What follows belongs to an exercise in optimizing a design on an open flow for small area, a short achievable clock period and few clock cycles per item; a production flow would make more cautious choices. The RTL was checked by simulation tests, not by an equivalence proof against the original design. No activity file was given, so power comes from the tool's default toggle rates.

`design/flow/flow/run.sh`:
```
#!/bin/bash
set -euo pipefail
bash standard.sh synth > synth.log 2>&1
sed "s/SETUP_SLACK_MARGIN=[0-9.]*/SETUP_SLACK_MARGIN=16.5 'BUFFER_PORTS_ARGS=-buffer_cell sky130_fd_sc_hd__buf_1' 'CTS_ARGS=-sink_clustering_enable -repair_clock_nets -dont_use_dummy_load'/" standard.sh > layout.sh
bash layout.sh > layout.log 2>&1
```
`design/flow/standard.sh`:
```
#!/bin/bash
# synth_recipe.tcl (not shown) runs the flow's synth.tcl, then flattens the netlist and writes it again
# the make line also repeats each setting of config.mk as NAME=value (left out here)
make -C /OpenROAD-flow-scripts/flow DESIGN_CONFIG=/design/flow/config.mk WORK_HOME=/design/flow/orfs CLKGATE_MAP_FILE= SYNTH_SCRIPT=/design/flow/synth_recipe.tcl "${@:-finish}"
```
`design/flow/config.mk`:
```
export PLATFORM = sky130hd
export DESIGN_NAME = slot_merge_unit
export DESIGN_NICKNAME = slot_merge_unit
export VERILOG_FILES = /design/flow/design.v
export SDC_FILE = /design/flow/constraint.sdc
export NUM_CORES = 8
export LEC_CHECK = 0
export CAP_MARGIN = 20
export CORE_MARGIN = 2
export CORE_UTILIZATION = 40
export PLACE_DENSITY = 0.6
export SETUP_SLACK_MARGIN = 2.0
export SLEW_MARGIN = 20
```
`design/flow/constraint.sdc`:
```
create_clock -name core_clock -period 22.0 [get_ports {clk}]
set_input_delay 4.4000 -clock core_clock [delete_from_list [all_inputs] [get_ports {clk}]]
set_output_delay 4.4000 -clock core_clock [all_outputs]
set_load 0.01 [all_outputs]
```
`design/flow/design.v`:
```
module merge_alu (
    input  wire [63:0] a,         
    input  wire [63:0] b,         
    input  wire [2:0]  sb,        
    input  wire [2:0]  tgt,       
    input  wire        cin,       
    output wire [63:0] s,         
    output wire        cmsb       
);
    wire [63:0] p = a ^ b;
    wire [63:0] g = a & b;
    wire [63:0] gl [0:3];
    wire [63:0] pl [0:3];
    assign gl[0] = g;
    assign pl[0] = p;
    genvar l, j, k;
    generate
        for (l = 0; l < 3; l = l + 1) begin : lvl
            for (j = 0; j < 64; j = j + 1) begin : bt
                if (((j % 8) >> l) & 1) begin : cmb
                    localparam integer q = (j & ~((1 << l) - 1)) - 1;
                    assign gl[l+1][j] = gl[l][j] | (pl[l][j] & gl[l][q]);
                    assign pl[l+1][j] = pl[l][j] & pl[l][q];
                end else begin : pas
                    assign gl[l+1][j] = gl[l][j];
                    assign pl[l+1][j] = pl[l][j];
                end
            end
        end
    endgenerate
    wire [7:0] bg0, bp0;
    generate
        for (k = 0; k < 8; k = k + 1) begin : bsig
            wire gk = (k == tgt) ? gl[3][8*k+6] : gl[3][8*k+7];
            wire pk = (k == tgt) ? pl[3][8*k+6] : pl[3][8*k+7];
            assign bg0[k] = (k > tgt) ? 1'b0 : (k == sb) ? (gk | (pk & cin)) : gk;
            assign bp0[k] = (k > tgt) ? 1'b1 : (k == sb) ? 1'b0 : pk;
        end
    endgenerate
    wire [7:0] bg [0:3];
    wire [7:0] bp [0:3];
    assign bg[0] = bg0;
    assign bp[0] = bp0;
    generate
        for (l = 0; l < 3; l = l + 1) begin : blvl
            for (k = 0; k < 8; k = k + 1) begin : bb
                if ((k >> l) & 1) begin : cmb
                    localparam integer q = (k & ~((1 << l) - 1)) - 1;
                    assign bg[l+1][k] = bg[l][k] | (bp[l][k] & bg[l][q]);
                    assign bp[l+1][k] = bp[l][k] & bp[l][q];
                end else begin : pas
                    assign bg[l+1][k] = bg[l][k];
                    assign bp[l+1][k] = bp[l][k];
                end
            end
        end
    endgenerate
    wire [7:0] bco = bg[3];
    assign cmsb = bco[7];
    wire [63:0] ci;
    generate
        for (k = 0; k < 8; k = k + 1) begin : cin_b
            wire cb;
            if (k == 0) begin : b0
                assign cb = cin;
            end else begin : bk
                assign cb = (k == sb) ? cin : bco[k-1];
            end
            assign ci[8*k] = cb;
            for (j = 1; j < 8; j = j + 1) begin : cbit
                assign ci[8*k+j] = gl[3][8*k+j-1] | (pl[3][8*k+j-1] & cb);
            end
        end
    endgenerate
    assign s = p ^ ci;
endmodule
module slot_merge_unit (
    input  wire        clk,
    input  wire        rst,
    input  wire        in_valid,
    output wire        in_ready,
    input  wire        in_first,
    input  wire        in_last,
    input  wire [63:0] in_v,
    input  wire        in_t,
    input  wire        in_f,
    input  wire [1:0]  in_lane,
    input  wire [2:0]  in_action,
    input  wire [3:0]  in_op,
    input  wire [5:0]  in_ofs,
    input  wire [5:0]  in_width_m1,
    input  wire        in_bad,
    input  wire        in_bad_policy,
    input  wire [63:0] in_x,
    output reg         out_valid,
    input  wire        out_ready,
    output reg  [63:0] out_v,
    output reg         out_t,
    output reg         out_f,
    output reg         out_collide,
    output reg         out_invalid,
    output reg         out_saturated,
    output reg  [3:0]  out_skipped
);
    localparam ACT_WRITE = 3'd2, ACT_MERGE = 3'd3;
    wire in_mg  = (in_action == ACT_MERGE);
    wire in_sub = in_mg && ((in_op == 4'h2) || (in_op == 4'h3) || (in_op == 4'h4) || (in_op == 4'h5));
    wire in_cnt = in_mg && (in_op == 4'hA);
    wire [63:0] in_xc = in_cnt ? {63'd0, in_x[0]} : in_x;
    wire [63:0] in_y  = (in_xc << {in_ofs[5:3], 3'b000}) ^ {64{in_sub}};
    reg        rdy_q;
    reg        s1v;
    reg [63:0] sy;
    reg [5:0]  sofs, swm1;
    reg [3:0]  sop;
    reg        swr, smg, ssub, sbad, sbp, sfirst, slast;
    reg [63:0] v0;
    reg        t0, f0;
    reg [1:0]  lane;
    assign in_ready = rdy_q;
    wire take = in_valid && rdy_q;
    always @(posedge clk) begin
        sy     <= in_y;
        sofs   <= in_ofs;
        swm1   <= in_width_m1;
        sop    <= in_op;
        swr    <= (in_action == ACT_WRITE);
        smg    <= in_mg;
        ssub   <= in_sub;
        sbad   <= in_bad;
        sbp    <= in_bad_policy;
        sfirst <= in_first;
        slast  <= in_last;
        if (take && in_first) begin
            v0   <= in_v;
            t0   <= in_t;
            f0   <= in_f;
            lane <= in_lane;
        end
    end
    reg [63:0] acc;
    reg        any_wr_q, wbad_q, bpi_q, done_q, sat_q;
    reg [3:0]  skip_q;
    reg        acc_done;
    wire op_or   = (sop == 4'h0);
    wire op_and  = (sop == 4'h1);
    wire op_min  = (sop == 4'h2) || (sop == 4'h3);
    wire op_max  = (sop == 4'h4) || (sop == 4'h5);
    wire op_sgn  = (sop == 4'h3) || (sop == 4'h5);
    wire op_fst  = (sop == 4'h6);
    wire op_bset = (sop == 4'h7);
    wire op_sumu = (sop == 4'h8) || (sop == 4'hA);
    wire op_sums = (sop == 4'h9);
    wire op_xor  = (sop == 4'hB);
    wire op_lane = op_min || op_max || op_sumu || op_sums;
    reg [5:0] lm1;
    always @* begin
        case (lane)
            2'd0: lm1 = 6'd7;
            2'd1: lm1 = 6'd15;
            2'd2: lm1 = 6'd31;
            default: lm1 = 6'd63;
        endcase
    end
    wire [2:0]  sb   = sofs[5:3];
    wire [2:0]  tgt  = sofs[5:3] | lm1[5:3];
    wire [63:0] s;
    wire        cm;
    merge_alu u_alu (
        .a(v0), .b(sy), .sb(sb), .tgt(tgt), .cin(ssub), .s(s), .cmsb(cm)
    );
    wire an_t = v0[{tgt, 3'd7}];
    wire bn_t = sy[{tgt, 3'd7}];
    wire as_t = an_t ^ op_sgn;
    wire bs_t = bn_t ^ op_sgn;
    wire ge1 = as_t || bs_t,  ge0 = as_t && bs_t;      
    wire co1 = an_t || bn_t,  co0 = an_t && bn_t;      
    wire ov1 = !an_t && !bn_t, ov0 = an_t && bn_t;     
    wire sel_s1 = (op_sumu && !co1) || (op_sums && !ov1);
    wire sel_s0 = (op_sumu && !co0) || (op_sums && !ov0);
    wire sel_x1 = (op_min && ge1) || (op_max && !ge1);
    wire sel_x0 = (op_min && ge0) || (op_max && !ge0);
    wire sel_v1 = (op_min && !ge1) || (op_max && ge1);
    wire sel_v0 = (op_min && !ge0) || (op_max && ge0);
    wire sel_s = cm ? sel_s1 : sel_s0;
    wire sel_x = cm ? sel_x1 : sel_x0;
    wire sel_v = cm ? sel_v1 : sel_v0;
    wire sel_1 = op_sumu && (cm ? co1 : co0);
    wire sel_c = op_sums && (cm ? ov1 : ov0);
    integer i;
    wire       mg_bset = smg && op_bset;
    wire [5:0] lo = mg_bset ? sy[5:0] : sofs;
    wire [5:0] hi = mg_bset ? sy[5:0] : (smg && op_lane) ? (sofs | lm1) : (sofs + swm1);
    wire [63:0] xs = sy << sofs[2:0];
    reg [63:0] fld, lmsb;
    always @* begin
        for (i = 0; i < 64; i = i + 1) begin
            fld[i] = (i >= lo) && (i <= hi);
            case (lane)
                2'd0: lmsb[i] = (i % 8  == 7);
                2'd1: lmsb[i] = (i % 16 == 15);
                2'd2: lmsb[i] = (i % 32 == 31);
                default: lmsb[i] = (i == 63);
            endcase
        end
    end
    reg [3:0] tt;    
    always @* begin
        if (swr || op_fst) tt = 4'b1010;
        else if (op_or)    tt = 4'b1110;
        else if (op_and)   tt = 4'b1000;
        else if (op_xor)   tt = 4'b0110;
        else if (op_bset)  tt = 4'b1111;
        else               tt = {sel_v, sel_v || sel_x, 1'b0, sel_x};
    end
    wire sum_op = !swr && (op_sumu || op_sums);
    reg [63:0] f;
    always @* begin
        for (i = 0; i < 64; i = i + 1)
            f[i] = tt[{v0[i], xs[i]}] ||
                   (sum_op && ((sel_s && s[i]) || sel_1 || (sel_c && !(lmsb[i] ^ an_t))));
    end
    wire       sat_t = sel_1 || sel_c;
    wire bpi_cur  = !sfirst && bpi_q;
    wire contrib  = !(op_fst && t0) && !(op_bset && sy[7]);
    wire apply    = smg && !sbad && contrib;
    wire en       = s1v && ((swr && !t0) || (apply && !bpi_cur));
    wire zero_b   = s1v && swr && !t0 && (sfirst || !any_wr_q);
    wire v0_b     = s1v && !zero_b && (sfirst || (smg && sbad && sbp));
    wire acc_b    = !zero_b && !v0_b;
    wire [63:0] base = ({64{v0_b}} & v0) | ({64{acc_b}} & acc);
    wire [63:0] fm   = fld & {64{en}};
    wire [63:0] acc_n = (fm & f) | (~fm & base);
    wire        any_wr_n = s1v ? ((!sfirst && any_wr_q) || swr) : any_wr_q;
    wire        wbad_n   = s1v ? ((!sfirst && wbad_q) || (swr && sbad)) : wbad_q;
    wire        bpi_n    = s1v ? (bpi_cur || (smg && sbad && sbp)) : bpi_q;
    wire        done_n   = s1v ? ((!sfirst && done_q) || apply) : done_q;
    wire        sat_n    = s1v ? ((!sfirst && sat_q) || (apply && sat_t)) : sat_q;
    wire [3:0]  skip_n   = s1v ? ((sfirst ? 4'd0 : skip_q) + {3'd0, smg && sbad}) : skip_q;
    wire out_free = !out_valid || out_ready;
    wire fin      = s1v && slast;
    wire load     = out_free && (acc_done || fin);
    wire acc_done_n = (acc_done || fin) && !out_free;
    wire out_valid_n = load || (out_valid && !out_ready);
    wire s1v_n    = take;
    always @(posedge clk) begin
        acc      <= acc_n;
        any_wr_q <= any_wr_n;
        wbad_q   <= wbad_n;
        bpi_q    <= bpi_n;
        done_q   <= done_n;
        sat_q    <= sat_n;
        skip_q   <= skip_n;
        if (load) begin
            out_v         <= acc_n;
            out_t         <= t0 || any_wr_n || bpi_n || done_n;
            out_f         <= any_wr_n ? (t0 ? f0 : !wbad_n) : (f0 && !bpi_n);
            out_collide   <= any_wr_n && t0;
            out_invalid   <= (any_wr_n && !t0 && wbad_n) || bpi_n;
            out_saturated <= sat_n && !bpi_n;
            out_skipped   <= bpi_n ? 4'd0 : skip_n;
        end
        if (rst) begin
            s1v       <= 1'b0;
            acc_done  <= 1'b0;
            out_valid <= 1'b0;
            rdy_q     <= 1'b1;
        end else begin
            s1v       <= s1v_n;
            acc_done  <= acc_done_n;
            out_valid <= out_valid_n;
            rdy_q     <= !acc_done_n && !(s1v_n && in_last && out_valid_n);
        end
    end
endmodule
```
==> flow_metrics.tcl, run 1 <==
set metrics [dict create \
    fp-row-count 85 \
    criticalPathCategory "flip-flop to flip-flop" \
    power_frac_clock_pct 28.6 \
    seqPwrFrac_pct 39.9 \
    layout_common_cells "nand2_1, buf_1, nor2_1" \
    power.leakage_nw 9.18 \
    vias 20200 \
    synthFlopType "dfxtp_1" \
    synth_seq_cells 305 \
    cts_tree "yes" \
    holdBufCountCts 0 \
    crit_arrival_ns 5.81 \
    cts.sinks 305 \
    comb_power_share_pct 31.5 \
    finalCritPeriodShare_pct 25.3 \
    critPathRequiredTime_ns 22.25 \
    fillers 5119 \
    vias_per_cell 6.44 \
    start_util_pct 40.4 \
    tightest_slew_ns 1.12 \
    drt-initial-drc-count 2543 \
    final_antenna_net_count 0 \
    fin_crit_ns 5.56 \
    synthTopCellsByArea "edfxtp_1, dfxtp_1, mux4_2" \
    cpLargestDelayFamily "simple AND/OR/NAND/NOR gates" \
    crit_path_start_kind "flip-flop" \
    p_int_mw 1.16 \
    ctsLongestPathBuffers 3 \
    fin_total_pwr_mw 1.79 \
    drc 0 \
    finalSetupViolations 0 \
    die_area_um2 56200 \
    cp_slowest_stage_delay_ns 0.81 \
    fmax_ghz 0.180 \
    use_met1_pct 44.6 \
    r2r_slack_ns 16.44 \
    die_y_um 237 \
    maxCapViolations 0 \
    wirelength_um 92600 \
    syn_area_per_cell_um2 9.56 \
    portBuffers 233 \
    final_nets 2686 \
    ys_warn_count 2 \
    cts_root_buf "clkbuf_16" \
    synth_edf_count 141 \
    crit_fanout 26 \
    hold_viol_final 0 \
    switching_share_pct 34.9 \
    cp_num_buf_inv 1 \
    wl_per_cell_um 29.5 \
    fin_util_pct 46.2 \
    gp_congestion 1.00 \
    slew_violations 0 \
    ir_drop_mv 0.0443 \
    clk_latency_ns 0.57 \
    grtUsageMet2_pct 48.1 \
    syn_inst 2273 \
    cp-end-kind "flip-flop" \
    p_per_area_nw_per_um2 72.0 \
    fin_skew_ns 0.0478 \
    io_pins 234 \
    crit_chain "or2_1 > or4_1 > a22oi_1 > a221oi_2 > o211ai_2 > nand3_1 > a31oi_4 > buf_4 > nand2_1 > a41oi_1" \
    cts_buffers 36 \
    synth_top_cell_by_area "edfxtp_1" \
    grt_usage_pct 32.0 \
    antenna_found_initial 0 \
    synth_nets 2512 \
    setup-tns-final_ns 0 \
    final_common_cell "nand2_1" \
    area_growth_syn_to_layout_pct 14.3 \
    hp-class "flip-flop to flip-flop" \
    relSlewSlack_pct 25.0 \
    crit_path_top_delay_cell "a41oi_1" \
    status "timing/DRC/antenna clean" \
    grt_first_pass_wirelength_um 132000 \
    rsz0062_at_grt "yes" \
    syn_area_um2 21700 \
    yosysSeqAreaShare_pct 34.6 \
    dp.cells 3088 \
    hpwl_um 68800 \
    netlist.area_leader.share_pct 19.5 \
    drive_above_1_share_pct 14.6 \
    grt_max_degree 84 \
    core_um2 53800 \
    first_global_vias 18900 \
    drt_pass1_iterations 6 \
    chipWidth_um 237 \
    fin_cells 3142 \
    top_usage_layer "met2" \
    clk_pin_slew_ns 0.06 \
    async_flop_share_pct 0 \
    grt_use_met3_pct 6.89 \
    p_sw_mw 0.624 \
    cts.htree.levels 2 \
    grt_overflow_total 0 \
    ys_types 83 \
]
## worst min-delay path: stages (launching register included)
cell and delay [ns]:
dfxtp_1 0.30, nand2_1 0.05, nand2_1 0.06
## power by group through the flow
stage	Combinational (mW)	Sequential [mW]	Clock, mW
detailed placement	0.542	0.722	0
floorplan	0.384	0.691	0
global route	0.597	0.716	0.539
CTS	0.546	0.710	0.521
global placement	0.539	0.721	0
finish	0.564	0.714	0.512
## routing by layer
layer  share of wire [%]  up-vias
li1                    -     8902
met1                  41     9869
met2                  43     1249
met3                  11      218
met4                 4.9        0
met5                   0        -
## final timing paths
path,startpoint,to,cells past startpoint
max,lane[1],out_v[34],10
min,done_q,done_q,2
max reg2reg,lane[1],out_v[34],10
min reg2reg,done_q,done_q,2
## cells in the mapped netlist, drive strengths merged (42+ instances only)
cell	number
a211oi	54
a21oi	184
a31oi	43
clkbuf	119
dfxtp	164
edfxtp	141
ha	71
inv	54
mux2i	125
mux4	121
nand2	249
nor2	195
nor3	42
o21ai	124
xnor2	77
xor2	42
## stage by stage
| stage | hold WS, ns | area, um2 | worst slack [ns] |
|---|---|---|---|
| 2_1_floorplan | 0.412 | 22400 | 15.95 |
| 3_3_place_gp | 0.434 | 23600 | 14.64 |
| 3_5_place_dp | 0.439 | 23600 | 14.57 |
| 4_1_cts | 0.459 | 24700 | 16.46 |
| 5_1_grt | 0.481 | 24800 | 16.44 |
| 6_report | 0.454 | 24800 | 16.44 |
## timing repair
item,in CTS,in global routing
pin swaps,3,6
endpoints found under the setup margin,155,65
gates resized for setup,29,20
buffers inserted,7,6
hold endpoints to repair,0,0
cloned,2,2
## kinds of logic after synthesis
| family | share of synthesized area [%] |
|---|---|
| AOI/OAI and AO/OA | 19.3 |
| xor gates and xnor gates | 4.79 |
| DFF | 34.6 |
| adders and majority gates | 4.96 |
| buffers and inverters | 3.74 |
| muxes | 19.1 |
| and+or+nand+nor | 13.6 |
## state kept, by name, indices dropped and copies added (netlist names), 2 cells and up
signal	flops
swm1	6
out_v	64
sy	64
out_skipped	4
sofs	6
acc	64
sop	4
v0	64
skip_q	4
lane	2
## final cells by class
cell class	instances	area [um2]	area share (%)
flip-flops and latches	305	7530	30.3
well taps	696	871	3.51
diodes	1	2.50	0.0101
repair buffers	287	1430	5.75
multi-input cells	1763	13900	56.0
inverters	54	203	0.816
clock buffers	36	901	3.63
Testbench counts, summed over its fixed seeds: cycles 50,915, slots 12,000.
==> inputs of run 2 (changes only) <==
--- a/design/flow/config.mk
+++ b/design/flow/config.mk
@@ -9,5 +9,4 @@
 export CORE_MARGIN = 2
 export CORE_UTILIZATION = 40
-export PLACE_DENSITY = 0.6
 export SETUP_SLACK_MARGIN = 2.0
-export SLEW_MARGIN = 20
+export SLEW_MARGIN = 60
==> flow_metrics.tcl, run 2 <==
set metrics [dict create \
    slew_violations 0 \
    cts.htree.levels 2 \
    clk_pin_slew_ns 0.05 \
    ctsLongestPathBuffers 3 \
    critPathRequiredTime_ns 17.60 \
    fin_crit_ns 5.52 \
    chipWidth_um 237 \
    yosysSeqAreaShare_pct 34.6 \
    gp_congestion 1.00 \
    vias 20300 \
    synth_nets 2512 \
    io_pins 234 \
    antenna_found_initial 4 \
    synthTopCellsByArea "edfxtp_1, dfxtp_1, mux4_2" \
    cts_tree "yes" \
    criticalPathCategory "flip-flop to output pin" \
    die_area_um2 56200 \
    relSlewSlack_pct 56.7 \
    crit_arrival_ns 1.12 \
    synth_top_cell_by_area "edfxtp_1" \
    final_nets 2698 \
    power_frac_clock_pct 28.7 \
    drive_above_1_share_pct 16.8 \
    drc 0 \
    final_common_cell "nand2_1" \
    synth_seq_cells 305 \
    grt_max_degree 84 \
    cts_buffers 37 \
    multiInputGateArea_um2 14100 \
    yosysMostFrequentCell "nand2_1" \
    synth_edf_count 141 \
    ys_warn_count 2 \
    finalCritPeriodShare_pct 25.1 \
    setup-tns-final_ns 0 \
    drt-initial-drc-count 2493 \
    synthFlopType "dfxtp_1" \
    ys_types 83 \
    comb_power_share_pct 31.8 \
    p_sw_mw 0.630 \
    switching_share_pct 34.8 \
    p_int_mw 1.18 \
    crit_fanout 1 \
    grt_first_pass_wirelength_um 132000 \
    async_flop_share_pct 0 \
    crit_chain "buf_6" \
    core_um2 53800 \
    rsz0062_at_grt "yes" \
    crit_path_top_delay_cell "edfxtp_1" \
    syn_inst 2273 \
    place_area_um2 24000 \
    grt_usage_pct 32.0 \
    synthTopCellsByCount "nand2_1, nor2_1, a21oi_1, dfxtp_1, edfxtp_1" \
    wl_per_cell_um 29.3 \
    cp_num_buf_inv 1 \
    p_per_area_nw_per_um2 71.4 \
    status "timing/DRC/antenna clean" \
    crit_path_start_kind "flip-flop" \
    ir_drop_mv 0.0405 \
    dp.cells 3100 \
    clk_latency_ns 0.57 \
    first_global_vias 19100 \
    cpLargestDelayFamily "flip-flops" \
    tightest_slew_ns 0.648 \
    fillers 5084 \
    fin_skew_ns 0.0424 \
    hpwl_um 69200 \
    fp-row-count 85 \
    portBuffers 233 \
    maxCapViolations 0 \
    final_antenna_net_count 0 \
    syn_area_um2 21700 \
    fin_cells 3157 \
    cts.sinks 305 \
    wirelength_um 92400 \
    syn_area_per_cell_um2 9.56 \
    die_y_um 237 \
    hold_viol_final 0 \
    grt_overflow_total 0 \
    finalSetupViolations 0 \
    start_util_pct 40.4 \
    layout_common_cells "nand2_1, buf_1, nor2_1" \
    drt_pass1_iterations 6 \
    netlist.area_leader.share_pct 19.5 \
    cp-end-kind "output pin" \
    seqCellArea_um2 7540 \
    hp-class "flip-flop to flip-flop" \
    area_growth_syn_to_layout_pct 16.5 \
    vias_per_cell 6.43 \
    cp_slowest_stage_delay_ns 0.43 \
    fin_area_um2 25300 \
    fmax_ghz 0.181 \
    cts_root_buf "clkbuf_16" \
    seqPwrFrac_pct 39.4 \
    power.leakage_nw 9.35 \
]
## run 2: cell types whose count changed in the layout (fill, tap and decap cells not counted), moves of 6 or more
cell | before | now
buf_4 | 46 | 38
buf_6 | 3 | 13
o21ai_0 | 107 | 100
o21ai_1 | 15 | 21
## run 2: metal layers
layer	wire length [um]	part of all wire [%]	track usage (%)
met5	27	0.029	0
met4	4800	5.2	15.0
met1	38000	41	44.4
met3	9960	11	7.42
met2	39600	43	47.3
## run 2: cells by family (layout without fill, tap and decap cells)
logic type	count (synthesis)	in the layout	synth area share, %
AOI/OAI and AO/OA	646	646	19.3
xor gates and xnor gates	119	119	4.79
adders and majority gates	81	81	4.96
buffers and inverters	207	391	3.74
DFF	305	305	34.6
muxes	261	261	19.1
other	0	4	0
and+or+nand+nor	654	654	13.6
## run 2: worst paths after layout
path | to | cells past startpoint | startpoint | slack [ns]
hold reg to reg | s1v | 2 | rdy_q | 0.46
setup reg to reg | out_v[27] | 16 | lane[1] | 16.80
hold / removal | s1v | 2 | rdy_q | 0.46
setup / recovery | out_v[63] | 1 | out_v[63] | 16.48
## run 2: metrics by stage
| stage | hold slack, ns | setup slack, ns | total power, mW | utilization, % |
|---|---|---|---|---|
| final | 0.456 | 16.48 | 1.81 | 47.1 |
| after global routing | 0.474 | 16.45 | 1.87 | 47.1 |
| after CTS | 0.463 | 16.44 | 1.80 | 46.5 |
| after detailed placement | 0.452 | 15.57 | 1.27 | 44.6 |
| after global placement | 0.434 | 14.64 | 1.26 | 43.9 |
| after floorplan | 0.412 | 15.95 | 1.07 | - |
## run 2: final cells by class
cell class | count | share of cell area [%]
antenna | 4 | 0.0395
sequential | 305 | 29.8
tap | 696 | 3.44
clock buffer | 37 | 3.65
multi-input combinational | 1761 | 55.7
inverter | 54 | 0.800
timing repair buffer | 300 | 6.59
## run 2: repair_timing
action	4_1_cts	5_1_grt
buffers inserted	2	7
endpoints found under the setup margin	36	32
cloned	1	3
gates resized for setup	12	20
hold buffers	0	0
pin swaps	1	4
## run 2: power by group through the flow
stage	clock network, mW	registers (mW)	logic (mW)
floorplan	0	0.691	0.384
global placement	0	0.721	0.539
detailed placement	0	0.721	0.553
CTS	0.531	0.710	0.556
global route	0.548	0.716	0.610
finish	0.520	0.713	0.576
==> inputs of run 3 (changes only) <==
--- a/design/flow/config.mk
+++ b/design/flow/config.mk
@@ -10,3 +10,3 @@
 export CORE_UTILIZATION = 40
 export SETUP_SLACK_MARGIN = 2.0
-export SLEW_MARGIN = 60
+export SLEW_MARGIN = 40
==> flow_metrics.tcl, run 3 <==
set metrics [dict create \
    drc 0 \
    start_util_pct 40.4 \
    syn_area_um2 21700 \
    final_common_cell "nand2_1" \
    vias_per_cell 6.43 \
    antenna_found_initial 7 \
    fillers 5101 \
    first_global_vias 19000 \
    crit_chain "buf_6" \
    cp-end-kind "output pin" \
    die_area_um2 56200 \
    slew_violations 0 \
    core_um2 53800 \
    synth_nets 2512 \
    finalSetupViolations 0 \
    fin_total_pwr_mw 1.79 \
    power.leakage_nw 9.18 \
    holdBufCountCts 0 \
    cts.sinks 305 \
    drive_above_1_share_pct 14.8 \
    final_antenna_net_count 0 \
    drt-initial-drc-count 2447 \
    syn_area_per_cell_um2 9.56 \
    fin_crit_ns 5.53 \
    grtUsageMet2_pct 47.7 \
    ys_types 83 \
    setup-tns-final_ns 0 \
    ir_drop_mv 0.0405 \
    relSlewSlack_pct 39.1 \
    cts.htree.levels 2 \
    fmax_ghz 0.181 \
    synth_edf_count 141 \
    synthFlopType "dfxtp_1" \
    crit_fanout 1 \
    tightest_slew_ns 0.902 \
    synthTopCellsByCount "nand2_1, nor2_1, a21oi_1, dfxtp_1, edfxtp_1" \
    fin_skew_ns 0.0412 \
    status "timing/DRC/antenna clean" \
    critPathRequiredTime_ns 17.60 \
    cp_slowest_stage_delay_ns 0.44 \
    crit_arrival_ns 1.13 \
    fin_area_um2 24900 \
    yosysSeqAreaShare_pct 34.6 \
    multiInputGateArea_um2 13900 \
    grt_usage_pct 32.1 \
    maxCapViolations 0 \
    grt_use_met3_pct 7.20 \
    use_met1_pct 44.4 \
    hpwl_um 68800 \
    top_usage_layer "met2" \
    syn_inst 2273 \
    io_pins 234 \
    clk_latency_ns 0.57 \
    wirelength_um 92400 \
    synthTopCellsByArea "edfxtp_1, dfxtp_1, mux4_2" \
    clk_pin_slew_ns 0.05 \
    ctsLongestPathBuffers 3 \
    place_area_um2 23700 \
    layout_common_cells "nand2_1, buf_1, nor2_1" \
    grt_first_pass_wirelength_um 133000 \
    async_flop_share_pct 0 \
    chipWidth_um 237 \
    fp-row-count 85 \
    synth_seq_cells 305 \
    hp-class "flip-flop to flip-flop" \
    portBuffers 233 \
    netlist.area_leader.share_pct 19.5 \
    area_growth_syn_to_layout_pct 14.3 \
    grt_max_degree 84 \
    seqCellArea_um2 7530 \
    gp_congestion 1.00 \
    crit_path_top_delay_cell "edfxtp_1" \
    crit_path_start_kind "flip-flop" \
    ys_warn_count 2 \
    p_per_area_nw_per_um2 71.9 \
    rsz0062_at_grt "yes" \
    cts_root_buf "clkbuf_16" \
    finalCritPeriodShare_pct 25.1 \
    die_y_um 237 \
    drt_pass1_iterations 7 \
    cts_buffers 36 \
    final_nets 2684 \
    cpLargestDelayFamily "flip-flops" \
    yosysMostFrequentCell "nand2_1" \
    criticalPathCategory "flip-flop to output pin" \
    cp_num_buf_inv 1 \
    grt_overflow_total 0 \
    synth_top_cell_by_area "edfxtp_1" \
    cts_tree "yes" \
    hold_viol_final 0 \
    vias 20200 \
    wl_per_cell_um 29.4 \
]
-- run 3: cell count changes in the layout (fill, tap and decap cells not counted), sizes merged --
| cell | delta |
|---|---|
| diode | -3 |
| clkbuf | -1 |
| buf | -12 |
| bufbuf | -1 |
| dlymetal6s2s | -1 |
| and2 | +1 |
-- run 3: cell type report --
| class | count | area share (%) |
|---|---|---|
| diodes | 1 | 0.0101 |
| clock buffers | 36 | 3.62 |
| inverters | 54 | 0.816 |
| multi-input cells | 1762 | 56.0 |
| flip-flops and latches | 305 | 30.3 |
| well taps | 696 | 3.50 |
| repair buffers | 286 | 5.78 |
-- run 3: cell families (layout without fill, tap and decap cells) --
group | Yosys count | in the layout | synth area share [%]
xor gates and xnor gates | 119 | 119 | 4.79
AOI/OAI and AO/OA | 646 | 646 | 19.3
buffers and inverters | 207 | 376 | 3.74
muxes | 261 | 261 | 19.1
and+or+nand+nor | 654 | 655 | 13.6
DFF | 305 | 305 | 34.6
other | 0 | 1 | 0
adders and majority gates | 81 | 81 | 4.96
-- run 3: per-stage QoR --
| step | utilization [%] | setup WS [ns] | cells | hold slack [ns] |
|---|---|---|---|---|
| 2_1_floorplan | - | 15.95 | 2273 | 0.412 |
| 3_3_place_gp | 43.9 | 14.64 | 3088 | 0.434 |
| 3_5_place_dp | 44.0 | 15.16 | 3089 | 0.436 |
| 4_1_cts | 45.9 | 16.45 | 3132 | 0.450 |
| 5_1_grt | 46.2 | 16.45 | 3139 | 0.482 |
| 6_report | 46.2 | 16.47 | 3140 | 0.447 |
-- run 3: worst register-to-register path: cells and delay by family, from the launching register on --
family                 cells  cell delay (ns)
AO/OA/AOI/OAI              6             2.48
buffers and inverters      1             0.34
flip-flops                 1             0.67
AND/OR/NAND/NOR            4             1.70
-- run 3: what timing repair did --
action	in CTS	in global routing
setup buffers	6	5
gates cloned	1	2
pin swaps	2	6
resized for setup	21	21
setup endpoints to repair	139	45
-- run 3: routing by layer --
metal | routed length, um | vias to the layer above
li1 | - | 8907
met1 | 38200 | 9900
met2 | 39800 | 1153
met3 | 9410 | 237
met4 | 4920 | 8
met5 | 55 | -
-- run 3: path summary, 6_finish.rpt --
kind / end / slack, ns / cells past startpoint / start
setup / recovery: out_v[63] / 16.47 / 1 / out_v[63]
hold / removal: done_q / 0.45 / 2 / done_q
setup reg to reg: out_v[43] / 16.57 / 11 / lane[1]
hold reg to reg: done_q / 0.45 / 2 / done_q
-- run 3: power breakdown --
group	internal [mW]	switching (mW)
clock	0.287	0.224
sequential	0.655	0.0590
combinational	0.224	0.339
==> inputs of run 4 (changes only) <==
--- a/design/flow/flow/run.sh
+++ b/design/flow/flow/run.sh
@@ -1,3 +1,7 @@
 #!/bin/bash
+# Standard synthesis, then the standard layout with three changes: ORFS's
+# timing repair aims for a larger setup margin, the port buffers are buf_1,
+# and clock tree synthesis inserts no dummy loads. The clock period and all
+# constraints are unchanged.
 set -euo pipefail
 bash standard.sh synth > synth.log 2>&1
==> flow_metrics.tcl, run 4 <==
set metrics [dict create \
    vias_per_cell 6.43 \
    finalSetupViolations 0 \
    area_growth_syn_to_layout_pct 14.3 \
    io_pins 234 \
    crit_chain "buf_6" \
    tightest_slew_ns 0.902 \
    crit_path_start_kind "flip-flop" \
    syn_inst 2273 \
    synth_edf_count 141 \
    die_y_um 237 \
    syn_area_um2 21700 \
    status "timing/DRC/antenna clean" \
    slew_violations 0 \
    final_common_cell "nand2_1" \
    critPathRequiredTime_ns 17.60 \
    cp_num_buf_inv 1 \
    yosysSeqAreaShare_pct 34.6 \
    grt_max_degree 84 \
    grt_overflow_total 0 \
    die_area_um2 56200 \
    async_flop_share_pct 0 \
    start_util_pct 40.4 \
    synth_seq_cells 305 \
    ys_warn_count 2 \
    final_antenna_net_count 0 \
    ir_drop_mv 0.0405 \
    final_nets 2684 \
    crit_fanout 1 \
    p_per_area_nw_per_um2 71.9 \
    ctsLongestPathBuffers 3 \
    power.leakage_nw 9.18 \
    yosysMostFrequentCell "nand2_1" \
    gp_congestion 1.00 \
    hp-class "flip-flop to flip-flop" \
    relSlewSlack_pct 39.1 \
    fin_crit_ns 5.53 \
    crit_arrival_ns 1.13 \
    netlist.area_leader.share_pct 19.5 \
    drt-initial-drc-count 2447 \
    wirelength_um 92400 \
    finalCritPeriodShare_pct 25.1 \
    cp-end-kind "output pin" \
    syn_area_per_cell_um2 9.56 \
    fin_total_pwr_mw 1.79 \
    wl_per_cell_um 29.4 \
    fp-row-count 85 \
    synthTopCellsByArea "edfxtp_1, dfxtp_1, mux4_2" \
    crit_path_top_delay_cell "edfxtp_1" \
    ys_types 83 \
    grt_usage_pct 32.1 \
    cpLargestDelayFamily "flip-flops" \
    hold_viol_final 0 \
    vias 20200 \
    grt_first_pass_wirelength_um 133000 \
    cts.htree.levels 2 \
    first_global_vias 19000 \
    fin_skew_ns 0.0412 \
    criticalPathCategory "flip-flop to output pin" \
    r2r_start "lane[1]" \
    clk_pin_slew_ns 0.05 \
    cts.sinks 305 \
    drt_pass1_iterations 7 \
    cp_slowest_stage_delay_ns 0.44 \
    setup-tns-final_ns 0 \
    antenna_found_initial 7 \
    layout_common_cells "nand2_1, buf_1, nor2_1" \
    core_um2 53800 \
    synth_nets 2512 \
    fmax_ghz 0.181 \
    drc 0 \
    portBuffers 233 \
    synthFlopType "dfxtp_1" \
    cts_root_buf "clkbuf_16" \
    hpwl_um 68800 \
    chipWidth_um 237 \
    maxCapViolations 0 \
    crit_start "out_v[63]" \
    drive_above_1_share_pct 14.8 \
    synth_top_cell_by_area "edfxtp_1" \
    hp-start "done_q" \
    cts_tree "yes" \
    rsz0062_at_grt "yes" \
    synthTopCellsByCount "nand2_1, nor2_1, a21oi_1, dfxtp_1, edfxtp_1" \
    cts_buffers 36 \
    clk_latency_ns 0.57 \
]
-- run 4: cell counts in the layout (fill, tap and decap cells not counted) --
No cell type changed its count.
-- run 4: what timing repair did --
| item | CTS | global route |
|---|---|---|
| gates resized for setup | 21 | 21 |
| hold buffers | 0 | 0 |
| endpoints found under the setup margin | 139 | 45 |
| pin swaps | 2 | 6 |
| setup buffers | 6 | 5 |
| cloned | 1 | 2 |
-- run 4: cell type report --
type | instances | area, um2
inverter | 54 | 203
antenna | 1 | 2.50
multi-input combinational | 1762 | 13900
tap | 696 | 871
clock buffer | 36 | 901
timing repair buffer | 286 | 1440
fill | 5101 | 29000
sequential | 305 | 7530
-- run 4: worst paths after layout --
check	end	slack, ns	depth (start not counted)
setup / recovery	out_v[63]	16.47	1
setup reg to reg	out_v[43]	16.57	11
hold / removal	done_q	0.45	2
hold reg to reg	done_q	0.45	2
-- run 4: per-stage QoR --
stage                     hold WS (ns)  utilization [%]  instances  worst slack, ns  cell area [um2]
final                            0.447             46.2       3140            16.47            24900
after global routing             0.482             46.2       3139            16.45            24900
after CTS                        0.450             45.9       3132            16.45            24700
after detailed placement         0.436             44.0       3089            15.16            23700
after global placement           0.434             43.9       3088            14.64            23600
after floorplan                  0.412                -       2273            15.95            22400
-- run 4: layer usage --
metal  share of wire, %  track usage [%]
met1                 41             44.4
met2                 43             47.7
met4                5.3             15.4
met5              0.060                0
met3                 10             7.20
-- run 4: kinds of logic after synthesis --
family,count (synthesis),synth area share (%)
AO/OA/AOI/OAI,646,19.3
XOR/XNOR,119,4.79
adder cells (fa/ha/maj),81,4.96
buffers and inverters,207,3.74
flip-flops,305,34.6
multiplexers,261,19.1
AND/OR/NAND/NOR,654,13.6
-- run 4: power breakdown --
part	internal, mW	switching [mW]
registers	0.655	0.0590
logic	0.224	0.339
clock network	0.287	0.224
total	1.17	0.622
==> inputs of run 5 (changes only) <==
==> design/flow/flow/run.sh (replaced) <==
#!/bin/bash
set -euo pipefail
bash standard.sh synth > synth.log 2>&1
sed "s/SETUP_SLACK_MARGIN=[0-9.]*/SETUP_SLACK_MARGIN=16.7 'BUFFER_PORTS_ARGS=-buffer_cell sky130_fd_sc_hd__buf_1' 'CTS_ARGS=-sink_clustering_enable -repair_clock_nets -dont_use_dummy_load'/" standard.sh > layout.sh
bash layout.sh > layout.log 2>&1
--- a/design/flow/config.mk
+++ b/design/flow/config.mk
@@ -9,4 +9,5 @@
 export CORE_MARGIN = 2
 export CORE_UTILIZATION = 40
+export PLACE_DENSITY = 0.6
 export SETUP_SLACK_MARGIN = 2.0
-export SLEW_MARGIN = 40
+export SLEW_MARGIN = 20
==> flow_metrics.tcl, run 5 <==
set metrics [dict create \
    grt_overflow_total 0 \
    grt_max_degree 84 \
    crit_arrival_ns 1.11 \
    synthTopCellsByArea "edfxtp_1, dfxtp_1, mux4_2" \
    comb_power_share_pct 32.1 \
    hpwl_um 70000 \
    crit_cells 1 \
    drt_pass1_iterations 6 \
    gp_congestion 1.01 \
    start_util_pct 40.4 \
    syn_area_um2 21700 \
    cpLargestDelayFamily "flip-flops" \
    clk_pin_slew_ns 0.05 \
    yosysSeqAreaShare_pct 34.6 \
    maxCapViolations 0 \
    cts.htree.levels 2 \
    async_flop_share_pct 0 \
    crit_path_start_kind "flip-flop" \
    reg2reg_depth 12 \
    ir_drop_mv 0.0391 \
    synthTopCellsByCount "nand2_1, nor2_1, a21oi_1, dfxtp_1, edfxtp_1" \
    crit_start "out_v[15]" \
    clk_latency_ns 0.57 \
    place_area_um2 23700 \
    fillers 4966 \
    cp_num_buf_inv 1 \
    netlist.area_leader.share_pct 19.5 \
    portBuffers 233 \
    vias_per_cell 6.51 \
    ys_warn_count 2 \
    synth_seq_cells 305 \
    slew_violations 0 \
    switching_share_pct 34.7 \
    status "timing/DRC/antenna clean" \
    finalSetupViolations 0 \
    cp_slowest_stage_delay_ns 0.41 \
    cts_buffers 39 \
    vias 20900 \
    rsz0062_at_grt "yes" \
    crit_chain "clkbuf_2" \
    p_int_mw 1.20 \
    die_y_um 237 \
    critPathCapture "out_v[15]" \
    hp-class "flip-flop to flip-flop" \
    crit_fanout 1 \
    final_common_cell "nand2_1" \
    ctsLongestPathBuffers 3 \
    setup-tns-final_ns 0 \
    core_um2 53800 \
    syn_area_per_cell_um2 9.56 \
    io_pins 234 \
    grt_usage_pct 32.9 \
    fp-row-count 85 \
    hold_depth 2 \
    final_antenna_net_count 0 \
    area_growth_syn_to_layout_pct 20.2 \
    wirelength_um 97300 \
    synth_edf_count 141 \
    power.leakage_nw 9.95 \
    antenna_found_initial 4 \
    ys_types 83 \
    r2r_start "lane[1]" \
    drt-initial-drc-count 2220 \
    criticalPathCategory "flip-flop to output pin" \
    p_per_area_nw_per_um2 70.4 \
    r2r_slack_ns 16.73 \
    synth_nets 2512 \
    first_global_vias 19300 \
    die_area_um2 56200 \
    drive_above_1_share_pct 20.8 \
    synth_top_cell_by_area "edfxtp_1" \
    relSlewSlack_pct 31.6 \
    yosysMostFrequentCell "nand2_1" \
    drc 0 \
    holdBufCountCts 0 \
    tightest_slew_ns 1.02 \
    cts.sinks 305 \
    fin_skew_ns 0.0351 \
    cts_tree "yes" \
    cp-end-kind "output pin" \
    critPathRequiredTime_ns 17.60 \
    layout_common_cells "nand2_1, a21oi_1, nor2_1" \
    fin_area_um2 26100 \
    seqPwrFrac_pct 38.7 \
    synthFlopType "dfxtp_1" \
    fmax_ghz 0.181 \
    chipWidth_um 237 \
    r2r-end "out_v[38]" \
    final_nets 2749 \
    fin_crit_ns 5.51 \
    power_frac_clock_pct 29.2 \
    grt_first_pass_wirelength_um 135000 \
    hold_viol_final 0 \
    syn_inst 2273 \
    finalCritPeriodShare_pct 25.0 \
    crit_path_top_delay_cell "edfxtp_1" \
    p_sw_mw 0.638 \
    wl_per_cell_um 30.4 \
    cts_root_buf "clkbuf_16" \
]
[run 5: how the worst min path moves through the flow]
stage              to  startpoint
5_1_grt        done_q      done_q
6_report       done_q      done_q
3_3_place_gp   done_q      done_q
4_1_cts        done_q      done_q
2_1_floorplan  done_q      done_q
3_5_place_dp   done_q      done_q
[run 5: kinds of logic after synthesis]
kind of cell | Yosys count | share of synthesized area (%)
buffers and inverters | 207 | 3.74
flip-flops | 305 | 34.6
adder cells (fa/ha/maj) | 81 | 4.96
AND/OR/NAND/NOR | 654 | 13.6
AO/OA/AOI/OAI | 646 | 19.3
XOR/XNOR | 119 | 4.79
multiplexers | 261 | 19.1
[run 5: routing by layer]
metal,GRT usage (%),wire (um),share of wire (%),vias to the layer above
met4,16.1,6240,6.4,2
li1,-,-,-,9031
met5,0,61,0.063,-
met3,7.06,9770,10,315
met1,44.6,39200,40,10200
met2,50.0,42000,43,1324
[run 5: area by class of cell]
type | count | area [um2] | area share [%]
antenna | 1 | 2.50 | 0.00958
multi-input combinational | 1764 | 14200 | 54.5
clock buffer | 39 | 976 | 3.73
timing repair buffer | 346 | 2310 | 8.84
tap | 696 | 871 | 3.33
inverter | 54 | 203 | 0.776
sequential | 305 | 7520 | 28.8
[run 5: power groups by stage]
stage / logic [mW] / clock network (mW) / registers (mW)
after floorplan: 0.384 / 0 / 0.691
after global placement: 0.542 / 0 / 0.719
after detailed placement: 0.546 / 0 / 0.719
after CTS: 0.560 / 0.548 / 0.708
after global routing: 0.625 / 0.565 / 0.713
final: 0.590 / 0.538 / 0.711
[run 5: repair_timing]
item,4_1_cts,5_1_grt
gates cloned,5,10
buffers inserted,37,19
resized for setup,83,139
pin swaps,23,36
endpoints found under the setup margin,256,262
[run 5: stage by stage]
step | power, mW | util [%] | worst slack, ns | hold WS (ns) | std cells
after CTS | 1.82 | 47.2 | 16.45 | 0.444 | 3175
final | 1.84 | 48.6 | 16.49 | 0.442 | 3205
after detailed placement | 1.27 | 44.0 | 14.62 | 0.432 | 3094
after global routing | 1.90 | 48.6 | 16.44 | 0.487 | 3204
after floorplan | 1.07 | - | 15.95 | 0.412 | 2273
after global placement | 1.26 | 44.0 | 14.68 | 0.431 | 3094
==> inputs of run 6 (changes only) <==
==> design/flow/flow/run.sh (replaced) <==
#!/bin/bash
set -euo pipefail
bash standard.sh synth > synth.log 2>&1
sed "s/SETUP_SLACK_MARGIN=[0-9.]*/SETUP_SLACK_MARGIN=16.5 'BUFFER_PORTS_ARGS=-buffer_cell sky130_fd_sc_hd__buf_1' 'CTS_ARGS=-sink_clustering_enable -repair_clock_nets -dont_use_dummy_load -sink_clustering_size 24 -sink_clustering_max_diameter 300'/" standard.sh > layout.sh
bash layout.sh > layout.log 2>&1
--- a/design/flow/config.mk
+++ b/design/flow/config.mk
@@ -9,5 +9,4 @@
 export CORE_MARGIN = 2
 export CORE_UTILIZATION = 40
-export PLACE_DENSITY = 0.6
 export SETUP_SLACK_MARGIN = 2.0
-export SLEW_MARGIN = 20
+export SLEW_MARGIN = 40
==> flow_metrics.tcl, run 6 <==
set metrics [dict create \
    syn_area_per_cell_um2 9.56 \
    chipWidth_um 237 \
    cts_tree "yes" \
    cts_buffers 16 \
    hpwl_um 68800 \
    yosysMostFrequentCell "nand2_1" \
    finalCritPeriodShare_pct 25.2 \
    die_area_um2 56200 \
    yosysSeqAreaShare_pct 34.6 \
    crit_arrival_ns 1.14 \
    first_global_vias 18700 \
    cpLargestDelayFamily "flip-flops" \
    slew_violations 0 \
    cp_num_buf_inv 1 \
    crit_start "out_v[63]" \
    antenna_found_initial 6 \
    cp-end-kind "output pin" \
    portBuffers 233 \
    drc 0 \
    seqPwrFrac_pct 44.6 \
    syn_inst 2273 \
    relSlewSlack_pct 30.8 \
    wirelength_um 92000 \
    gp_congestion 1.00 \
    ys_warn_count 2 \
    fmax_ghz 0.181 \
    grt_usage_pct 31.8 \
    synth_edf_count 141 \
    fin_skew_ns 0.0432 \
    synth_nets 2512 \
    comb_power_share_pct 35.4 \
    criticalPathCategory "flip-flop to output pin" \
    crit_chain "buf_6" \
    final_common_cell "nand2_1" \
    io_pins 234 \
    fin_crit_ns 5.54 \
    critPathRequiredTime_ns 17.60 \
    syn_area_um2 21700 \
    setup-tns-final_ns 0 \
    rsz0062_at_grt "yes" \
    drive_above_1_share_pct 15.2 \
    synth_seq_cells 305 \
    finalSetupViolations 0 \
    hp-class "flip-flop to flip-flop" \
    clk_latency_ns 0.56 \
    drt_pass1_iterations 7 \
    synthTopCellsByCount "nand2_1, nor2_1, a21oi_1, dfxtp_1, edfxtp_1" \
    clk_pin_slew_ns 0.09 \
    async_flop_share_pct 0 \
    p_sw_mw 0.587 \
    power.leakage_nw 9.05 \
    start_util_pct 40.4 \
    die_y_um 237 \
    status "timing/DRC/antenna clean" \
    synth_top_cell_by_area "edfxtp_1" \
    final_nets 2673 \
    netlist.area_leader.share_pct 19.5 \
    p_int_mw 1.01 \
    p_per_area_nw_per_um2 65.2 \
    ir_drop_mv 0.0402 \
    drt-initial-drc-count 2475 \
    hp-start "done_q" \
    grt_first_pass_wirelength_um 132000 \
    wl_per_cell_um 29.4 \
    maxCapViolations 0 \
    layout_common_cells "nand2_1, buf_1, nor2_1" \
    power_frac_clock_pct 20.0 \
    ys_types 83 \
    tightest_slew_ns 1.03 \
    synthFlopType "dfxtp_1" \
    switching_share_pct 36.8 \
    fin_total_pwr_mw 1.60 \
    area_growth_syn_to_layout_pct 12.6 \
    ctsLongestPathBuffers 3 \
    cts.htree.levels 1 \
    grt_max_degree 84 \
    crit_path_start_kind "flip-flop" \
    crit_path_top_delay_cell "edfxtp_1" \
    hold_viol_final 0 \
    synthTopCellsByArea "edfxtp_1, dfxtp_1, mux4_2" \
    vias_per_cell 6.47 \
    fp-row-count 85 \
    grt_overflow_total 0 \
    core_um2 53800 \
    crit_fanout 1 \
    r2r_start "lane[1]" \
    cts.sinks 305 \
    vias 20300 \
    final_antenna_net_count 0 \
    cp_slowest_stage_delay_ns 0.44 \
    cts_root_buf "clkbuf_16" \
]
==> run 6: changes by cell type in the layout (fill, tap and decap cells not counted), sizes merged <==
| cell | before | now |
|---|---|---|
| and3 | 9 | 8 |
| buf | 281 | 261 |
| clkbuf | 104 | 50 |
| nor2 | 196 | 195 |
==> run 6: logic make-up after synthesis <==
| family | count (synthesis) | share of synthesized area (%) |
|---|---|---|
| XOR/XNOR | 119 | 4.79 |
| AO/OA/AOI/OAI | 646 | 19.3 |
| adder cells (fa/ha/maj) | 81 | 4.96 |
| AND/OR/NAND/NOR | 654 | 13.6 |
| flip-flops | 305 | 34.6 |
| buffers and inverters | 207 | 3.74 |
| multiplexers | 261 | 19.1 |
==> run 6: path summary, 6_finish.rpt <==
| kind | end | slack, ns | cells past startpoint |
|---|---|---|---|
| min | done_q | 0.45 | 2 |
| max reg2reg | out_v[22] | 16.59 | 11 |
| min reg2reg | done_q | 0.45 | 2 |
| max | out_v[63] | 16.46 | 1 |
==> run 6: through the flow <==
stage	setup WS (ns)	hold WS (ns)	cell area, um2	cells	util (%)
floorplan	15.95	0.412	22400	2273	-
global placement	14.64	0.434	23600	3088	43.9
detailed placement	15.16	0.436	23700	3089	44.0
CTS	16.42	0.456	24200	3111	45.0
global route	16.42	0.489	24500	3128	45.5
finish	16.46	0.453	24500	3129	45.5
==> run 6: final cells by class <==
| cell class | count | area [um2] |
|---|---|---|
| inverters | 54 | 203 |
| multi-input cells | 1762 | 13900 |
| flip-flops and latches | 305 | 7530 |
| repair buffers | 295 | 1580 |
| fillers | 5148 | 29300 |
| clock buffers | 16 | 400 |
| well taps | 696 | 871 |
| diodes | 1 | 2.50 |
==> run 6: repair_timing <==
| item | CTS | global route |
|---|---|---|
| hold buffers | 0 | 0 |
| cloned | 1 | 3 |
| pin swaps | 2 | 8 |
| gates resized for setup | 25 | 48 |
| setup endpoints to repair | 134 | 62 |
| buffers inserted | 5 | 14 |
==> run 6: power groups by stage <==
| stage | Clock [mW] | Combinational, mW | Sequential (mW) |
|---|---|---|---|
| finish | 0.320 | 0.565 | 0.712 |
| global route | 0.345 | 0.600 | 0.715 |
| CTS | 0.328 | 0.546 | 0.709 |
| detailed placement | 0 | 0.542 | 0.722 |
| global placement | 0 | 0.539 | 0.721 |
| floorplan | 0 | 0.384 | 0.691 |
==> run 6: routing by layer <==
layer | GRT usage, % | share of wire, % | up-vias
li1 | - | - | 8884
met1 | 44.0 | 41 | 9945
met2 | 47.2 | 43 | 1184
met3 | 7.32 | 10 | 232
met4 | 14.8 | 5.5 | 8
met5 | 0 | 0.065 | -
==> inputs of run 7 (changes only) <==
==> design/flow/flow/run.sh (replaced) <==
#!/bin/bash
set -euo pipefail
bash standard.sh synth > synth.log 2>&1
sed "s/SETUP_SLACK_MARGIN=[0-9.]*/SETUP_SLACK_MARGIN=16.5 'BUFFER_PORTS_ARGS=-buffer_cell sky130_fd_sc_hd__buf_1' 'CTS_ARGS=-sink_clustering_enable -repair_clock_nets -dont_use_dummy_load -sink_clustering_size 20 -sink_clustering_max_diameter 300'/" standard.sh > layout.sh
bash layout.sh > layout.log 2>&1
==> flow_metrics.tcl, run 7 <==
set metrics [dict create \
    grt_max_degree 84 \
    ir_drop_mv 0.0469 \
    setup_ws_ns 16.45 \
    crit_fanout 1 \
    place_ws_ns 15.16 \
    hold_slack_ns 0.452 \
    die_area_um2 56200 \
    synth_edf_count 141 \
    cts_tree "yes" \
    synthTopCellsByArea "edfxtp_1, dfxtp_1, mux4_2" \
    ctsLongestPathBuffers 3 \
    cp_num_buf_inv 1 \
    cpLargestDelayFamily "flip-flops" \
    setup-tns-final_ns 0 \
    cts.sinks 305 \
    finalSetupViolations 0 \
    relSlewSlack_pct 35.8 \
    ys_warn_count 2 \
    grt_usage_pct 31.8 \
    crit_arrival_ns 1.15 \
    chipWidth_um 237 \
    slew_violations 0 \
    r2r_start "lane[1]" \
    fin_crit_ns 5.55 \
    syn_area_per_cell_um2 9.56 \
    grt_first_pass_wirelength_um 132000 \
    hold_viol_final 0 \
    netlist.area_leader.share_pct 19.5 \
    layout_common_cells "nand2_1, buf_1, nor2_1" \
    die_y_um 237 \
    cts_root_buf "clkbuf_16" \
    power.leakage_nw 9.01 \
    final_nets 2669 \
    yosysSeqAreaShare_pct 34.6 \
    drt_pass1_iterations 6 \
    holdBufCountCts 0 \
    wirelength_um 92100 \
    drive_above_1_share_pct 14.6 \
    area_growth_syn_to_layout_pct 12.6 \
    io_pins 234 \
    crit_chain "buf_6" \
    fmax_ghz 0.180 \
    yosysMostFrequentCell "nand2_1" \
    drc 0 \
    hp-class "flip-flop to flip-flop" \
    portBuffers 233 \
    critPathRequiredTime_ns 17.60 \
    first_global_vias 18700 \
    syn_area_um2 21700 \
    synthTopCellsByCount "nand2_1, nor2_1, a21oi_1, dfxtp_1, edfxtp_1" \
    grt_overflow_total 0 \
    hp-start "done_q" \
    start_util_pct 40.4 \
    cts.htree.levels 1 \
    p_per_area_nw_per_um2 66.4 \
    status "timing/DRC/antenna clean" \
    cp-end-kind "output pin" \
    async_flop_share_pct 0 \
    maxCapViolations 0 \
    synth_seq_cells 305 \
    vias 20200 \
    core_um2 53800 \
    synthFlopType "dfxtp_1" \
    crit_path_start_kind "flip-flop" \
    rsz0062_at_grt "yes" \
    ys_types 83 \
    vias_per_cell 6.46 \
    fin_skew_ns 0.0487 \
    syn_inst 2273 \
    antenna_found_initial 4 \
    synth_top_cell_by_area "edfxtp_1" \
    fp-row-count 85 \
    final_common_cell "nand2_1" \
    cts_buffers 19 \
    synth_nets 2512 \
    finalCritPeriodShare_pct 25.2 \
    clk_latency_ns 0.56 \
    gp_congestion 1.00 \
    final_antenna_net_count 0 \
    hpwl_um 68800 \
    drt-initial-drc-count 2414 \
    wl_per_cell_um 29.5 \
    clk_pin_slew_ns 0.09 \
    tightest_slew_ns 0.951 \
    crit_start "out_v[63]" \
    criticalPathCategory "flip-flop to output pin" \
    crit_path_top_delay_cell "edfxtp_1" \
    cp_slowest_stage_delay_ns 0.44 \
]
[run 7: cell types whose count changed in the layout (fill, tap and decap cells not counted)]
cell and delta:
nand2_2 -1, buf_1 +10, nand2_1 +1, buf_2 +2
buf_4 -8, buf_6 -1, buf_8 -1, clkbuf_16 +3
clkbuf_2 -9
[run 7: final timing paths]
check | end | slack, ns | cells after the start
worst max-delay path | out_v[63] | 16.45 | 1
worst min-delay path | done_q | 0.45 | 2
worst max register to register | out_v[43] | 16.54 | 11
worst min register to register | done_q | 0.45 | 2
[run 7: power by group]
| part | internal (mW) | switching [mW] | leakage, nW |
|---|---|---|---|
| Sequential | 0.654 | 0.0588 | 2.69 |
| Clock | 0.154 | 0.195 | 0.234 |
| Combinational | 0.225 | 0.340 | 6.09 |
| Total | 1.03 | 0.594 | 9.01 |
[run 7: timing repair]
item,in CTS,in global routing
cloned,1,3
setup endpoints to repair,130,57
buffers inserted,5,7
endpoints found under the hold margin,0,0
gates resized for setup,26,27
pin swaps,2,3
[run 7: cell families (layout without fill, tap and decap cells)]
| family | after synthesis | count (layout) | synth area share, % |
|---|---|---|---|
| AO/OA/AOI/OAI | 646 | 646 | 19.3 |
| XOR/XNOR | 119 | 119 | 4.79 |
| adder cells (fa/ha/maj) | 81 | 81 | 4.96 |
| buffers and inverters | 207 | 361 | 3.74 |
| flip-flops | 305 | 305 | 34.6 |
| multiplexers | 261 | 261 | 19.1 |
| other | 0 | 1 | 0 |
| AND/OR/NAND/NOR | 654 | 655 | 13.6 |
[run 7: through the flow]
step	utilization [%]	std cells	power [mW]	instance area, um2
detailed placement	44.0	3089	1.26	23700
floorplan	-	2273	1.07	22400
finish	45.5	3125	1.63	24500
global placement	43.9	3088	1.26	23600
global route	45.5	3124	1.69	24500
CTS	45.1	3114	1.61	24300
[run 7: layout make-up]
type                       instances  area [um2]
tap                              696         871
timing repair buffer             288        1490
antenna                            1        2.50
fill                            5146       29300
sequential                       305        7530
multi-input combinational       1762       13900
inverter                          54         203
clock buffer                      19         475
[run 7: worst min-delay path, cell delays in order, from the launching register on]
cell	delay [ns]
dfxtp_1	0.31
nand2_1	0.05
nand2_1	0.05
[run 7: per-layer routing]
layer  GRT usage, %  wire, um
met5              0        12
met1           44.5     38500
met4           14.4      4620
met2           47.3     39700
met3           6.58      9200
==> inputs of run 8 (changes only) <==
--- a/design/flow/flow/run.sh
+++ b/design/flow/flow/run.sh
@@ -1,3 +1,7 @@
 #!/bin/bash
+# Standard synthesis, then the standard layout with these changes: ORFS's
+# timing repair aims for a larger setup margin, the port buffers are buf_1,
+# and clock tree synthesis clusters up to 20 registers per leaf buffer and
+# inserts no dummy loads. The clock period and all constraints are unchanged.
 set -euo pipefail
 bash standard.sh synth > synth.log 2>&1
--- a/design/flow/config.mk
+++ b/design/flow/config.mk
@@ -9,4 +9,5 @@
 export CORE_MARGIN = 2
 export CORE_UTILIZATION = 40
+export GPL_TIMING_DRIVEN = 1
 export SETUP_SLACK_MARGIN = 2.0
 export SLEW_MARGIN = 40
==> flow_metrics.tcl, run 8 <==
set metrics [dict create \
    status "timing/DRC/antenna clean" \
    gp_congestion 1.00 \
    reg2reg_depth 11 \
    synthTopCellsByArea "edfxtp_1, dfxtp_1, mux4_2" \
    start_util_pct 40.4 \
    drc 0 \
    crit_path_top_delay_cell "edfxtp_1" \
    layout_common_cells "nand2_1, buf_1, nor2_1" \
    netlist.area_leader.share_pct 19.5 \
    finalCritPeriodShare_pct 25.2 \
    synthFlopType "dfxtp_1" \
    final_nets 2669 \
    grt_overflow_total 0 \
    hpwl_um 68800 \
    io_pins 234 \
    cp_num_buf_inv 1 \
    crit_chain "buf_6" \
    ctsLongestPathBuffers 3 \
    hold_depth 2 \
    hold_end "done_q" \
    drive_above_1_share_pct 14.6 \
    grt_usage_pct 31.8 \
    hold_slack_ns 0.452 \
    synth_seq_cells 305 \
    ys_types 83 \
    vias_per_cell 6.46 \
    async_flop_share_pct 0 \
    maxCapViolations 0 \
    first_global_vias 18700 \
    yosysMostFrequentCell "nand2_1" \
    die_y_um 237 \
    syn_area_per_cell_um2 9.56 \
    crit_start "out_v[63]" \
    cts_root_buf "clkbuf_16" \
    wl_per_cell_um 29.5 \
    synth_nets 2512 \
    crit_arrival_ns 1.15 \
    cts.htree.levels 1 \
    cpLargestDelayFamily "flip-flops" \
    cp_slowest_stage_delay_ns 0.44 \
    setup-tns-final_ns 0 \
    final_antenna_net_count 0 \
    cp-end-kind "output pin" \
    r2r_start "lane[1]" \
    relSlewSlack_pct 35.8 \
    r2r-end "out_v[43]" \
    r2r_slack_ns 16.54 \
    ir_drop_mv 0.0469 \
    portBuffers 233 \
    area_growth_syn_to_layout_pct 12.6 \
    drt-initial-drc-count 2414 \
    cts_buffers 19 \
    fmax_ghz 0.180 \
    crit_path_start_kind "flip-flop" \
    fin_crit_ns 5.55 \
    synth_edf_count 141 \
    syn_area_um2 21700 \
    criticalPathCategory "flip-flop to output pin" \
    ys_warn_count 2 \
    grt_max_degree 84 \
    core_um2 53800 \
    power.leakage_nw 9.01 \
    grt_first_pass_wirelength_um 132000 \
    clk_latency_ns 0.56 \
    tightest_slew_ns 0.951 \
    finalSetupViolations 0 \
    fp-row-count 85 \
    syn_inst 2273 \
    cts.sinks 305 \
    critPathRequiredTime_ns 17.60 \
    chipWidth_um 237 \
    hold_viol_final 0 \
    crit_fanout 1 \
    final_common_cell "nand2_1" \
    die_area_um2 56200 \
    synth_top_cell_by_area "edfxtp_1" \
    slew_violations 0 \
    vias 20200 \
    antenna_found_initial 4 \
    synthTopCellsByCount "nand2_1, nor2_1, a21oi_1, dfxtp_1, edfxtp_1" \
    hp-class "flip-flop to flip-flop" \
    holdBufCountCts 0 \
    rsz0062_at_grt "yes" \
    cts_tree "yes" \
    clk_pin_slew_ns 0.09 \
    wirelength_um 92100 \
    yosysSeqAreaShare_pct 34.6 \
    p_per_area_nw_per_um2 66.4 \
    drt_pass1_iterations 6 \
    fin_skew_ns 0.0487 \
    hp-start "done_q" \
]
run 8: area by class of cell:
class	instances	area [um2]
inverter	54	203
tap	696	871
multi-input combinational	1762	13900
fill	5146	29300
antenna	1	2.50
sequential	305	7530
timing repair buffer	288	1490
clock buffer	19	475
run 8: kinds of logic (layout without fill, tap and decap cells):
group,Yosys count,in the layout,synth area share (%)
adders and majority gates,81,81,4.96
DFF,305,305,34.6
muxes,261,261,19.1
AOI/OAI and AO/OA,646,646,19.3
other,0,1,0
xor gates and xnor gates,119,119,4.79
buffers and inverters,207,361,3.74
and+or+nand+nor,654,655,13.6
run 8: worst max path at each step:
stage	slack, ns	depth (start not counted)	end
2_1_floorplan	15.95	2	out_collide
3_3_place_gp	14.64	6	sy[33]
3_5_place_dp	15.16	6	sy[34]
4_1_cts	16.41	1	out_v[63]
5_1_grt	16.41	1	out_v[63]
6_report	16.45	1	out_v[63]
run 8: timing repair:
action	CTS	global route
buffers inserted	5	7
pin swaps	2	3
setup endpoints to repair	130	57
gates resized for setup	26	27
cloned	1	3
run 8: layer usage:
metal	vias up	part of all wire, %	track usage [%]
li1	8868	-	-
met1	9939	42	44.5
met2	1181	43	47.3
met3	191	10	6.58
met4	2	5.0	14.4
met5	-	0.013	0
run 8: power by group:
group / internal [mW] / switching (mW)
clock network: 0.154 / 0.195
registers: 0.654 / 0.0588
logic: 0.225 / 0.340
total: 1.03 / 0.594
run 8: through the flow:
step	util [%]	area [um2]	cells	power (mW)	worst slack, ns
floorplan	-	22400	2273	1.07	15.95
global placement	43.9	23600	3088	1.26	14.64
detailed placement	44.0	23700	3089	1.26	15.16
CTS	45.1	24300	3114	1.61	16.41
global route	45.5	24500	3124	1.69	16.41
finish	45.5	24500	3125	1.63	16.45
==> inputs of run 9 (changes only) <==
--- a/design/flow/config.mk
+++ b/design/flow/config.mk
@@ -9,5 +9,5 @@
 export CORE_MARGIN = 2
 export CORE_UTILIZATION = 40
-export GPL_TIMING_DRIVEN = 1
 export SETUP_SLACK_MARGIN = 2.0
 export SLEW_MARGIN = 40
+export TNS_END_PERCENT = 20
==> flow_metrics.tcl, run 9 <==
set metrics [dict create \
    finalSetupViolations 0 \
    hpwl_um 69000 \
    finalCritPeriodShare_pct 25.4 \
    setup-tns-final_ns 0 \
    antenna_found_initial 5 \
    grt_max_degree 84 \
    async_flop_share_pct 0 \
    layout_common_cells "nand2_1, buf_1, nor2_1" \
    cp_slowest_stage_delay_ns 0.69 \
    synthTopCellsByArea "edfxtp_1, dfxtp_1, mux4_2" \
    die_y_um 237 \
    ir_drop_mv 0.0519 \
    rsz0062_at_grt "yes" \
    synthFlopType "dfxtp_1" \
    vias 20000 \
    synthTopCellsByCount "nand2_1, nor2_1, a21oi_1, dfxtp_1, edfxtp_1" \
    cts.sinks 305 \
    crit_chain "or2_1 > or4_1 > a221oi_2 > o211ai_2 > a211oi_4 > nor2_2 > o31a_1 > buf_4 > nor2_4 > buf_4 > a31oi_1 > a31oi_1" \
    wirelength_um 91100 \
    vias_per_cell 6.44 \
    clk_pin_slew_ns 0.08 \
    chipWidth_um 237 \
    hp-class "flip-flop to flip-flop" \
    criticalPathCategory "flip-flop to flip-flop" \
    first_global_vias 18400 \
    core_um2 53800 \
    io_pins 234 \
    synth_top_cell_by_area "edfxtp_1" \
    maxCapViolations 0 \
    wl_per_cell_um 29.3 \
    yosysMostFrequentCell "nand2_1" \
    grt_first_pass_wirelength_um 130000 \
    yosysSeqAreaShare_pct 34.6 \
    syn_area_per_cell_um2 9.56 \
    grt_usage_pct 31.5 \
    synth_nets 2512 \
    cts.htree.levels 1 \
    fin_skew_ns 0.0566 \
    syn_inst 2273 \
    crit_path_top_delay_cell "edfxtp_1" \
    cts_root_buf "clkbuf_16" \
    crit_fanout 20 \
    fmax_ghz 0.179 \
    netlist.area_leader.share_pct 19.5 \
    ys_warn_count 2 \
    portBuffers 233 \
    syn_area_um2 21700 \
    drt_pass1_iterations 6 \
    cpLargestDelayFamily "compound AO/OA/AOI/OAI gates" \
    start_util_pct 40.4 \
    die_area_um2 56200 \
    power.leakage_nw 8.83 \
    clk_latency_ns 0.58 \
    hold_viol_final 0 \
    synth_edf_count 141 \
    fp-row-count 85 \
    drive_above_1_share_pct 11.3 \
    cp-end-kind "flip-flop" \
    fin_crit_ns 5.58 \
    cts_buffers 19 \
    area_growth_syn_to_layout_pct 10.6 \
    relSlewSlack_pct 35.6 \
    ctsLongestPathBuffers 3 \
    ys_types 83 \
    gp_congestion 1.01 \
    critPathRequiredTime_ns 22.24 \
    grt_overflow_total 0 \
    status "timing/DRC/antenna clean" \
    tightest_slew_ns 0.966 \
    p_per_area_nw_per_um2 67.3 \
    synth_seq_cells 305 \
    slew_violations 0 \
    final_common_cell "nand2_1" \
    crit_arrival_ns 5.83 \
    hold_slack_ns 0.453 \
    final_nets 2657 \
    drc 0 \
    cts_tree "yes" \
    holdBufCountCts 0 \
    crit_path_start_kind "flip-flop" \
    drt-initial-drc-count 2445 \
    final_antenna_net_count 0 \
    cp_num_buf_inv 2 \
]
run 9: cell type report:
cell class                 count  area, um2
fill                        5179      29800
sequential                   305       7520
antenna                        1       2.50
multi-input combinational   1761      13700
clock buffer                  19        475
timing repair buffer         277       1310
tap                          696        871
inverter                      54        203
run 9: final timing paths:
check,depth (start not counted),slack (ns),from,to
setup reg to reg,12,16.42,lane[1],out_v[46]
hold reg to reg,2,0.45,done_q,done_q
setup / recovery,12,16.42,lane[1],out_v[46]
hold / removal,2,0.45,done_q,done_q
run 9: cell families after synthesis:
family | Yosys count | share of synthesized area (%)
AND/OR/NAND/NOR | 654 | 13.6
XOR/XNOR | 119 | 4.79
adder cells (fa/ha/maj) | 81 | 4.96
multiplexers | 261 | 19.1
AO/OA/AOI/OAI | 646 | 19.3
flip-flops | 305 | 34.6
buffers and inverters | 207 | 3.74
run 9: worst min-delay path, delay by kind of cell (launching register included):
family | cells | cell delay [ns]
DFF | 1 | 0.31
and+or+nand+nor | 2 | 0.10
run 9: report_power, final:
group / switching [mW] / total [mW] / leakage (nW) / internal (mW)
Clock: 0.199 / 0.352 / 0.234 / 0.154
Combinational: 0.335 / 0.554 / 5.91 / 0.218
Sequential: 0.0582 / 0.712 / 2.69 / 0.653
Total: 0.592 / 1.62 / 8.83 / 1.03
run 9: routing by layer:
layer | up-vias | part of all wire, % | global-route usage (%) | wire length, um
met2 | 1196 | 43 | 47.0 | 39500
met5 | - | 0.0099 | 0 | 9
met4 | 2 | 4.9 | 13.8 | 4440
met1 | 9818 | 42 | 44.3 | 38100
met3 | 196 | 10 | 6.48 | 9130
li1 | 8830 | - | - | -
run 9: what timing repair did:
item,4_1_cts,5_1_grt
gates resized for setup,17,26
pin swaps,0,3
cloned,0,1
setup buffers,0,1
setup endpoints to repair,160,125
run 9: through the flow:
stage	util (%)	power [mW]	setup slack, ns	cells	instance area (um2)
detailed placement	43.4	1.26	15.16	3091	23400
finish	44.7	1.62	16.42	3113	24000
global placement	43.3	1.25	15.19	3091	23300
floorplan	-	1.06	15.95	2273	21800
CTS	44.4	1.61	16.42	3110	23900
global route	44.7	1.69	16.41	3112	24000

Setup slack of run 9, layout unchanged: 16.416 ns with ideal ports, 16.410 ns with driving cells assumed (clock clkbuf_16, inputs buf_2), 15.895 ns with port delays also shifted by the 0.613 ns mid clock arrival.
